This design comes from an exercise in tuning for small area, a short achievable clock period and few clock cycles per item on the open sky130 flow, not from production work. Where RTL was checked, it was by simulation tests only, not by an equivalence proof against the original.

==> trial 68: inputs <==
## aes_enc
module aes_enc (
    input  wire         clk,
    input  wire         rst,         
    input  wire         start,       
    input  wire [1:0]   key_len,     
    input  wire [255:0] key,         
    input  wire [127:0] din,         
    output wire         ready,       
    output reg          done,        
    output wire [127:0] dout
);
    reg        busy;         
    reg        rdy;          
    reg        last;         
    reg  [3:0] cnt;          
    reg        m192, m256;   
    reg  [2:0] kc;           
    reg  [7:0] rcon;         
    assign ready = rdy;
    wire       m192_d = rdy ? (key_len == 2'd1) : m192;
    wire       m256_d = rdy ? (key_len == 2'd2) : m256;
    wire       m128_d = !m192_d && !m256_d;
    wire [2:0] kc_d   = rdy ? ((key_len == 2'd0) ? 3'd0 : 3'd4) :
                        (m192 && kc == 3'd4) ? 3'd2 : (m192 && kc == 3'd2) ? 3'd0 :
                        (!m192 && !m256) ? 3'd0 : kc ^ 3'd4;
    wire       r1_d   = rdy;
    wire       kc0_d  = (kc_d == 3'd0);
    wire       kc4_d  = (kc_d == 3'd4);
    wire       p0_d   = kc0_d || (m256_d && kc4_d && !r1_d);     
    wire       p2_d   = m192_d && kc4_d;                         
    wire       ik01_d = r1_d && (m256_d || m192_d);              
    wire       ik23_d = r1_d && m256_d;                          
    reg kc0, p2, rotw;
    reg sa01, sb01, sa23, sb23, sc;      
    reg c0, c1, c2, c3;                  
    reg m01, m23;                        
    reg sn1a, sn1b, sn2a, sn2b;          
    always @(posedge clk) begin
        kc0  <= kc0_d;
        p2   <= p2_d;
        rotw <= kc0_d || p2_d;
        sa01 <= m256_d || ik01_d;
        sb01 <= m192_d && !ik01_d;
        sa23 <= m256_d;
        sb23 <= m192_d;
        sc   <= m128_d;
        c0   <= !(p0_d || ik01_d);
        c1   <= !ik01_d;
        c2   <= !(p2_d || ik23_d);
        c3   <= !ik23_d;
        m01  <= p0_d;
        m23  <= p0_d || p2_d;
        sn1a <= !kc0_d;
        sn1b <= !(m256_d && kc4_d && !r1_d);
        sn2a <= !(p2_d && !r1_d);
        sn2b <= !(p2_d && r1_d);
    end
    reg  [255:0] kw;
    wire [31:0]  K [0:7];
    genvar k;
    generate
  ...
clock: 15.0 ns
lec_check: 0
cap_margin: 20
core_margin: 2
core_utilization: 60
place_density: 0.7
slew_margin: 20
synth_hierarchical: 1
standard.sh (not shown) runs the stock make flow with config.mk's settings and CLKGATE_MAP_FILE= SYNTH_SCRIPT=/design/flow/synth_recipe.tcl, a recipe that flattens the netlist after the stock synthesis.
==> flow/flow/run.sh <==
#!/bin/bash
# Layout flow: the standard flow (standard.sh, unchanged synthesis), with
# plain buf_1 cells as the port buffers instead of the flow's default choice.
set -euo pipefail
bash standard.sh "BUFFER_PORTS_ARGS=-buffer_cell sky130_fd_sc_hd__buf_1" finish > make_finish.log 2>&1
==> inputs of trial 66, as changes to trial 68 <==
--- a/flow/design.v
+++ b/flow/design.v
@@ -3,15 +3,15 @@
     wire T1, T2, T3, T4, T5, T6, T7, T8, T9, T10, T11, T12, T13, T14, T15, T16;
     wire T17, T18, T19, T20, T21, T22, T23, T24, T25, T26, T27, M1, M2, M3, M4, M5;
     wire M6, M7, M8, M9, M10, M11, M12, M13, M14, M15, M16, M17, M18, M19, M20, M21;
     wire M22, M23, M24, M25, M26, M27, M28, M29, M30, M31, M32, M33, M34, M35, M36, M37;
     wire M38, M39, M40, M41, M42, M43, M44, M45, M46, M47, M48, M49, M50, M51, M52, M53;
     wire M54, M55, M56, M57, M58, M59, M60, M61, M62, M63, L0, L1, L2, L3, L4, L5;
     wire L6, L7, L8, L9, L10, L11, L12, L13, L14, L15, L16, L17, L18, L19, L20, L21;
-    wire L22, L23, L24, L25, L26, L27, L28, L29, S0, S1, S2, S3, S4, S5, S6, S7;
+    wire L22, L23, L24, L25, L26, L27, L28, L29;
     aes_xor2  g0   (.a(U0), .b(U3), .y(T1));
     aes_xor2  g1   (.a(U0), .b(U5), .y(T2));
     aes_xor2  g2   (.a(U0), .b(U6), .y(T3));
     aes_xor2  g3   (.a(U3), .b(U5), .y(T4));
     aes_xor2  g4   (.a(U4), .b(U6), .y(T5));
     aes_xor2  g5   (.a(T1), .b(T5), .y(T6));
     aes_xor2  g6   (.a(U1), .b(U2), .y(T7));
@@ -124,32 +124,37 @@
     aes_xor2  g113 (.a(L18), .b(L2), .y(L23));
     aes_xor2  g114 (.a(L15), .b(L9), .y(L24));
     aes_xor2  g115 (.a(L6), .b(L10), .y(L25));
     aes_xor2  g116 (.a(L7), .b(L9), .y(L26));
     aes_xor2  g117 (.a(L8), .b(L10), .y(L27));
     aes_xor2  g118 (.a(L11), .b(L14), .y(L28));
     aes_xor2  g119 (.a(L11), .b(L17), .y(L29));
-    aes_xor2  g120 (.a(L6), .b(L24), .y(S0));
-    aes_xnor2 g121 (.a(L16), .b(L26), .y(S1));
-    aes_xnor2 g122 (.a(L19), .b(L28), .y(S2));
-    aes_xor2  g123 (.a(L6), .b(L21), .y(S3));
-    aes_xor2  g124 (.a(L20), .b(L22), .y(S4));
-    aes_xor2  g125 (.a(L25), .b(L29), .y(S5));
-    aes_xnor2 g126 (.a(L13), .b(L27), .y(S6));
-    aes_xnor2 g127 (.a(L6), .b(L23), .y(S7));
-    assign y = {S0, S1, S2, S3, S4, S5, S6, S7};
+    aes_xor2  g120 (.a(L6), .b(L24), .y(y[7]));
+    aes_xnor2 g121 (.a(L16), .b(L26), .y(y[6]));
+    aes_xnor2 g122 (.a(L19), .b(L28), .y(y[5]));
+    aes_xor2  g123 (.a(L6), .b(L21), .y(y[4]));
+    aes_xor2  g124 (.a(L20), .b(L22), .y(y[3]));
+    aes_xor2  g125 (.a(L25), .b(L29), .y(y[2]));
+    aes_xnor2 g126 (.a(L13), .b(L27), .y(y[1]));
+    aes_xnor2 g127 (.a(L6), .b(L23), .y(y[0]));
 endmodule
 module aes_xor2_b  (input wire a, input wire b, output wire y); assign y = a ^ b;    endmodule
 module aes_xnor2_b (input wire a, input wire b, output wire y); assign y = ~(a ^ b); endmodule
 module aes_nand2_b (input wire a, input wire b, output wire y); assign y = ~(a & b); endmodule
 module aes_nor2_b  (input wire a, input wire b, output wire y); assign y = ~(a | b); endmodule
 module aes_inv_b   (input wire a, output wire y);               assign y = ~a;       endmodule
 module aes_o22ai_b (input wire a1, input wire a2, input wire b1, input wire b2, output wire y);
     assign y = ~((a1 | a2) & (b1 | b2));
 endmodule
+module aes_a22o_b  (input wire a1, input wire a2, input wire b1, input wire b2, output wire y);
+    assign y = (a1 & a2) | (b1 & b2);
+endmodule
+module aes_o21ai_b (input wire a1, input wire a2, input wire b1, output wire y);
+    assign y = ~((a1 | a2) & b1);
+endmodule
 module aes_a222oi_b (input wire sa, input wire a, input wire sb, input wire b, input wire sc, input wire c,
                      output wire y);
     assign y = ~((sa & a) | (sb & b) | (sc & c));
 endmodule
 module aes_xor2 #(parameter W = 1) (input wire [W-1:0] a, input wire [W-1:0] b, output wire [W-1:0] y);
     genvar i;
     generate for (i = 0; i < W; i = i + 1) begin : g
@@ -190,14 +195,27 @@
 module aes_a222oi #(parameter W = 1) (input wire sa, input wire [W-1:0] a, input wire sb, input wire [W-1:0] b,
                                       input wire sc, input wire [W-1:0] c, output wire [W-1:0] y);
     genvar i;
     generate for (i = 0; i < W; i = i + 1) begin : g
         aes_a222oi_b u (.sa(sa), .a(a[i]), .sb(sb), .b(b[i]), .sc(sc), .c(c[i]), .y(y[i]));
     end endgenerate
 endmodule
+module aes_a22o #(parameter W = 1) (input wire sa, input wire [W-1:0] a, input wire sb, input wire [W-1:0] b,
+                                    output wire [W-1:0] y);
+    genvar i;
+    generate for (i = 0; i < W; i = i + 1) begin : g
+        aes_a22o_b u (.a1(sa), .a2(a[i]), .b1(sb), .b2(b[i]), .y(y[i]));
+    end endgenerate
+endmodule
+module aes_o21ai #(parameter W = 1) (input wire s, input wire [W-1:0] a, input wire [W-1:0] b, output wire [W-1:0] y);
+    genvar i;
+    generate for (i = 0; i < W; i = i + 1) begin : g
+        aes_o21ai_b u (.a1(s), .a2(a[i]), .b1(b[i]), .y(y[i]));
+    end endgenerate
+endmodule
 module aes_enc (
     input  wire         clk,
     input  wire         rst,         
     input  wire         start,       
     input  wire [1:0]   key_len,     
     input  wire [255:0] key,         
     input  wire [127:0] din,         
@@ -290,25 +308,26 @@
                             .b({K[1][23:0], K[1][31:24]}), .sb(sn2b), .y(sn2));
     aes_nor2  #(32) u_sin  (.a(sn1), .b(sn2), .y(sin));
     aes_sbox u_ks0 (.x(sin[31:24]), .y(sw[31:24]));
     aes_sbox u_ks1 (.x(sin[23:16]), .y(sw[23:16]));
     aes_sbox u_ks2 (.x(sin[15:8]),  .y(sw[15:8]));
     aes_sbox u_ks3 (.x(sin[7:0]),   .y(sw[7:0]));
     wire [31:0] g0, g2;
-    wire [127:0] nw;
+    wire [127:0] nw_n;
     aes_nand2 #(32) u_g0 (.a({32{m01}}), .b(sw), .y(g0));
     aes_nand2 #(32) u_g2 (.a({32{m23}}), .b(sw), .y(g2));
-    aes_xnor2 #(32) u_n0 (.a(A[0]), .b(g0), .y(nw[127:96]));
-    aes_xnor2 #(32) u_n1 (.a(A[1]), .b(g0), .y(nw[95:64]));
-    aes_xnor2 #(32) u_n2 (.a(A[2]), .b(g2), .y(nw[63:32]));
-    aes_xnor2 #(32) u_n3 (.a(A[3]), .b(g2), .y(nw[31:0]));
-    wire [255:0] kw_dn, kw_d;
-    aes_o22ai #(128) u_kwh (.a(key[127:0]),   .sa(busy), .b(kw[127:0]), .sb(rdy), .y(kw_dn[255:128]));
-    aes_o22ai #(128) u_kwl (.a(key[255:128]), .sa(busy), .b(nw),        .sb(rdy), .y(kw_dn[127:0]));
-    aes_inv   #(256) u_kwi (.a(kw_dn), .y(kw_d));
+    aes_xor2  #(32) u_n0 (.a(A[0]), .b(g0), .y(nw_n[127:96]));
+    aes_xor2  #(32) u_n1 (.a(A[1]), .b(g0), .y(nw_n[95:64]));
+    aes_xor2  #(32) u_n2 (.a(A[2]), .b(g2), .y(nw_n[63:32]));
+    aes_xor2  #(32) u_n3 (.a(A[3]), .b(g2), .y(nw_n[31:0]));
+    wire [255:0] kw_d;
+    wire [127:0] kh_n;
+    aes_a22o  #(128) u_kwh (.sa(rdy), .a(key[127:0]), .sb(busy), .b(kw[127:0]), .y(kw_d[255:128]));
+    aes_nand2 #(128) u_khn (.a({128{rdy}}), .b(key[255:128]), .y(kh_n));
+    aes_o21ai #(128) u_kwl (.s(rdy), .a(nw_n), .b(kh_n), .y(kw_d[127:0]));
     reg  [127:0] st_n;
     wire [127:0] x;                  
     aes_xnor2 #(128) u_ark (.a(st_n), .b(kw[127:0]), .y(x));
     assign dout = x;
     wire [7:0] sb [0:15];
     genvar n;
     generate
@@ -318,69 +337,59 @@
     endgenerate
     wire [7:0] sr [0:15];
     generate
         for (n = 0; n < 16; n = n + 1) begin : g_sr
             assign sr[n] = sb[((n / 4 + n % 4) % 4) * 4 + n % 4];
         end
     endgenerate
-    reg  e;                          
-    wire [127:0] mo;
+    reg  rsel, esel, lsel;           
+    wire [127:0] mc, srw;
     generate
         for (n = 0; n < 4; n = n + 1) begin : g_mc
             wire [31:0] s = {sr[4*n], sr[4*n + 1], sr[4*n + 2], sr[4*n + 3]};
             wire [31:0] u;           
-            wire [7:0]  tt;          
+            wire [31:0] w;           
             wire [11:0] h;           
-            wire [31:0] v, vg;
             aes_xor2 #(32) u_u (.a(s), .b({s[23:0], s[31:24]}), .y(u));
-            aes_xor2 #(8)  u_t (.a(u[31:24]), .b(u[15:8]), .y(tt));
+            aes_xor2 #(32) u_w (.a({s[23:0], s[31:24]}), .b({u[15:0], u[31:16]}), .y(w));
             genvar i;
             for (i = 0; i < 4; i = i + 1) begin : g_i
                 wire [7:0] ui = u[31 - 8*i -: 8];
                 aes_xor2 #(3) u_h (.a({ui[0], ui[2], ui[3]}), .b({3{ui[7]}}), .y(h[3*i +: 3]));
-                aes_xor2 #(8) u_v (.a(tt),
+                aes_xor2 #(8) u_m (.a(w[31 - 8*i -: 8]),
                                    .b({ui[6:4], h[3*i], h[3*i + 1], ui[1], h[3*i + 2], ui[7]}),
-                                   .y(v[31 - 8*i -: 8]));
+                                   .y(mc[127 - 32*n - 8*i -: 8]));
             end
-            aes_nand2 #(32) u_g (.a({32{e}}), .b(v), .y(vg));
-            aes_xnor2 #(32) u_o (.a(s), .b(vg), .y(mo[127 - 32*n -: 32]));
+            assign srw[127 - 32*n -: 32] = s;
         end
     endgenerate
     wire [127:0] st_d;
-    aes_o22ai #(128) u_st (.a(din), .sa(busy), .b(mo), .sb(rdy), .y(st_d));
+    aes_a222oi #(128) u_st (.sa(rsel), .a(din), .sb(esel), .b(mc), .sc(lsel), .c(srw), .y(st_d));
     always @(posedge clk) begin
         st_n <= st_d;
         kw   <= kw_d;
     end
     always @(posedge clk) begin
         m192 <= m192_d;
         m256 <= m256_d;
         kc   <= kc_d;
         if (rdy) begin
             cnt   <= (key_len == 2'd0) ? 4'd9 : (key_len == 2'd1) ? 4'd11 : 4'd13;
             rcon  <= 8'h01;
             last  <= 1'b0;
-            e     <= 1'b1;
         end else begin
             if (rotw) rcon <= {rcon[6:0], 1'b0} ^ (rcon[7] ? 8'h1b : 8'h00);
             cnt   <= cnt - 4'd1;
             last  <= (cnt == 4'd1);
-            e     <= (cnt != 4'd1);
         end
     end
+    wire busy_d = !rst && (rdy ? start : !last);
+    wire last_d = !rdy && (cnt == 4'd1);
     always @(posedge clk) begin
-        if (rst) begin
-            busy <= 1'b0;
-            rdy  <= 1'b1;
-            done <= 1'b0;
-        end else begin
-            done <= busy && last;
-            if (rdy) begin
-                busy <= start;
-                rdy  <= !start;
-            end else if (last) begin
-                busy <= 1'b0;
-                rdy  <= 1'b1;
-            end
-        end
+        busy <= busy_d;
+        rdy  <= !busy_d;
+        done <= !rst && busy && last;
+        rsel <= !busy_d;
+        esel <= busy_d && !last_d;
+        lsel <= busy_d && last_d;
     end
 endmodule
==> flow/flow/run.sh (replaced) <==
#!/bin/bash
# Layout flow: the standard flow (standard.sh, unchanged synthesis), with
# plain buf_1 cells as the port buffers instead of the flow's default choice,
# and timing repair asked for a setup margin (the SDC is unchanged).
set -euo pipefail
bash standard.sh "BUFFER_PORTS_ARGS=-buffer_cell sky130_fd_sc_hd__buf_1" "SETUP_SLACK_MARGIN=8.7" finish > make_finish.log 2>&1
Settings changed: CORE_UTILIZATION 60 to 45, PLACE_DENSITY 0.7 to 0.6.
==> impl_results.md <==
* Met2 usage at 63.9%
* FF+latch count, synth at 422
* Part of the Yosys area used for sequential elements at 19.3%
* Die Wd at 274 um
* Most frequent cells in the layout: 1873 x xor2_1, 983 x nand2_1, 924 x xnor2_1
* Post-cts resize count at 0
* Reg2reg end: st_n[74]
* Status: no timing/DRC/antenna violations
(the above is from trial 68)
==> impl_results.md <==
* Status: no timing/DRC/antenna violations
* Met2 usage at 56.2%
* Reg2reg end: st_n[114]
* Part of the Yosys area used for sequential elements at 20.2%
* FF+latch count, synth at 423
* Top Layer Used: met5
* Most frequent cells in the layout: 1708 x xor2_1, 979 x nand2_1, 518 x buf_1
* Crit path to: st_n[114]
(the above is from trial 66)
Testbench counts of trial 68, summed over its fixed seeds: cycles 30,128, blocks 2,400.
Function not checked in trial 66: the RTL went through the layout flow alone.

==> re-timing with driven ports <==
In the flow no input, the clock included, has a driving cell. The finished layouts below were timed again as built, in two steps.
Step 1: set_driving_cell puts a clkbuf_16 on clk and a buf_2 on each other input, an assumption about the parent block.
Step 2, shift: input delay + t, output delay - t, t = (earliest + latest rising clock arrival at the registers) / 2. This alone moves slack from input paths to output paths.
Slacks: no drivers / after step 1 / after step 2; pairs: no drivers / after step 1.
run	t, ns	setup WS [ns]	latest minus earliest clock arrival (ns)	worst register clock-pin slew, ns
trial 68	0.681	7.195 / 7.195 / 7.195	0.040 / 0.040	0.07 / 0.07
trial 66	0.697	8.732 / 8.732 / 8.732	0.062 / 0.063	0.07 / 0.07
After both steps setup and hold are still met in every run listed.
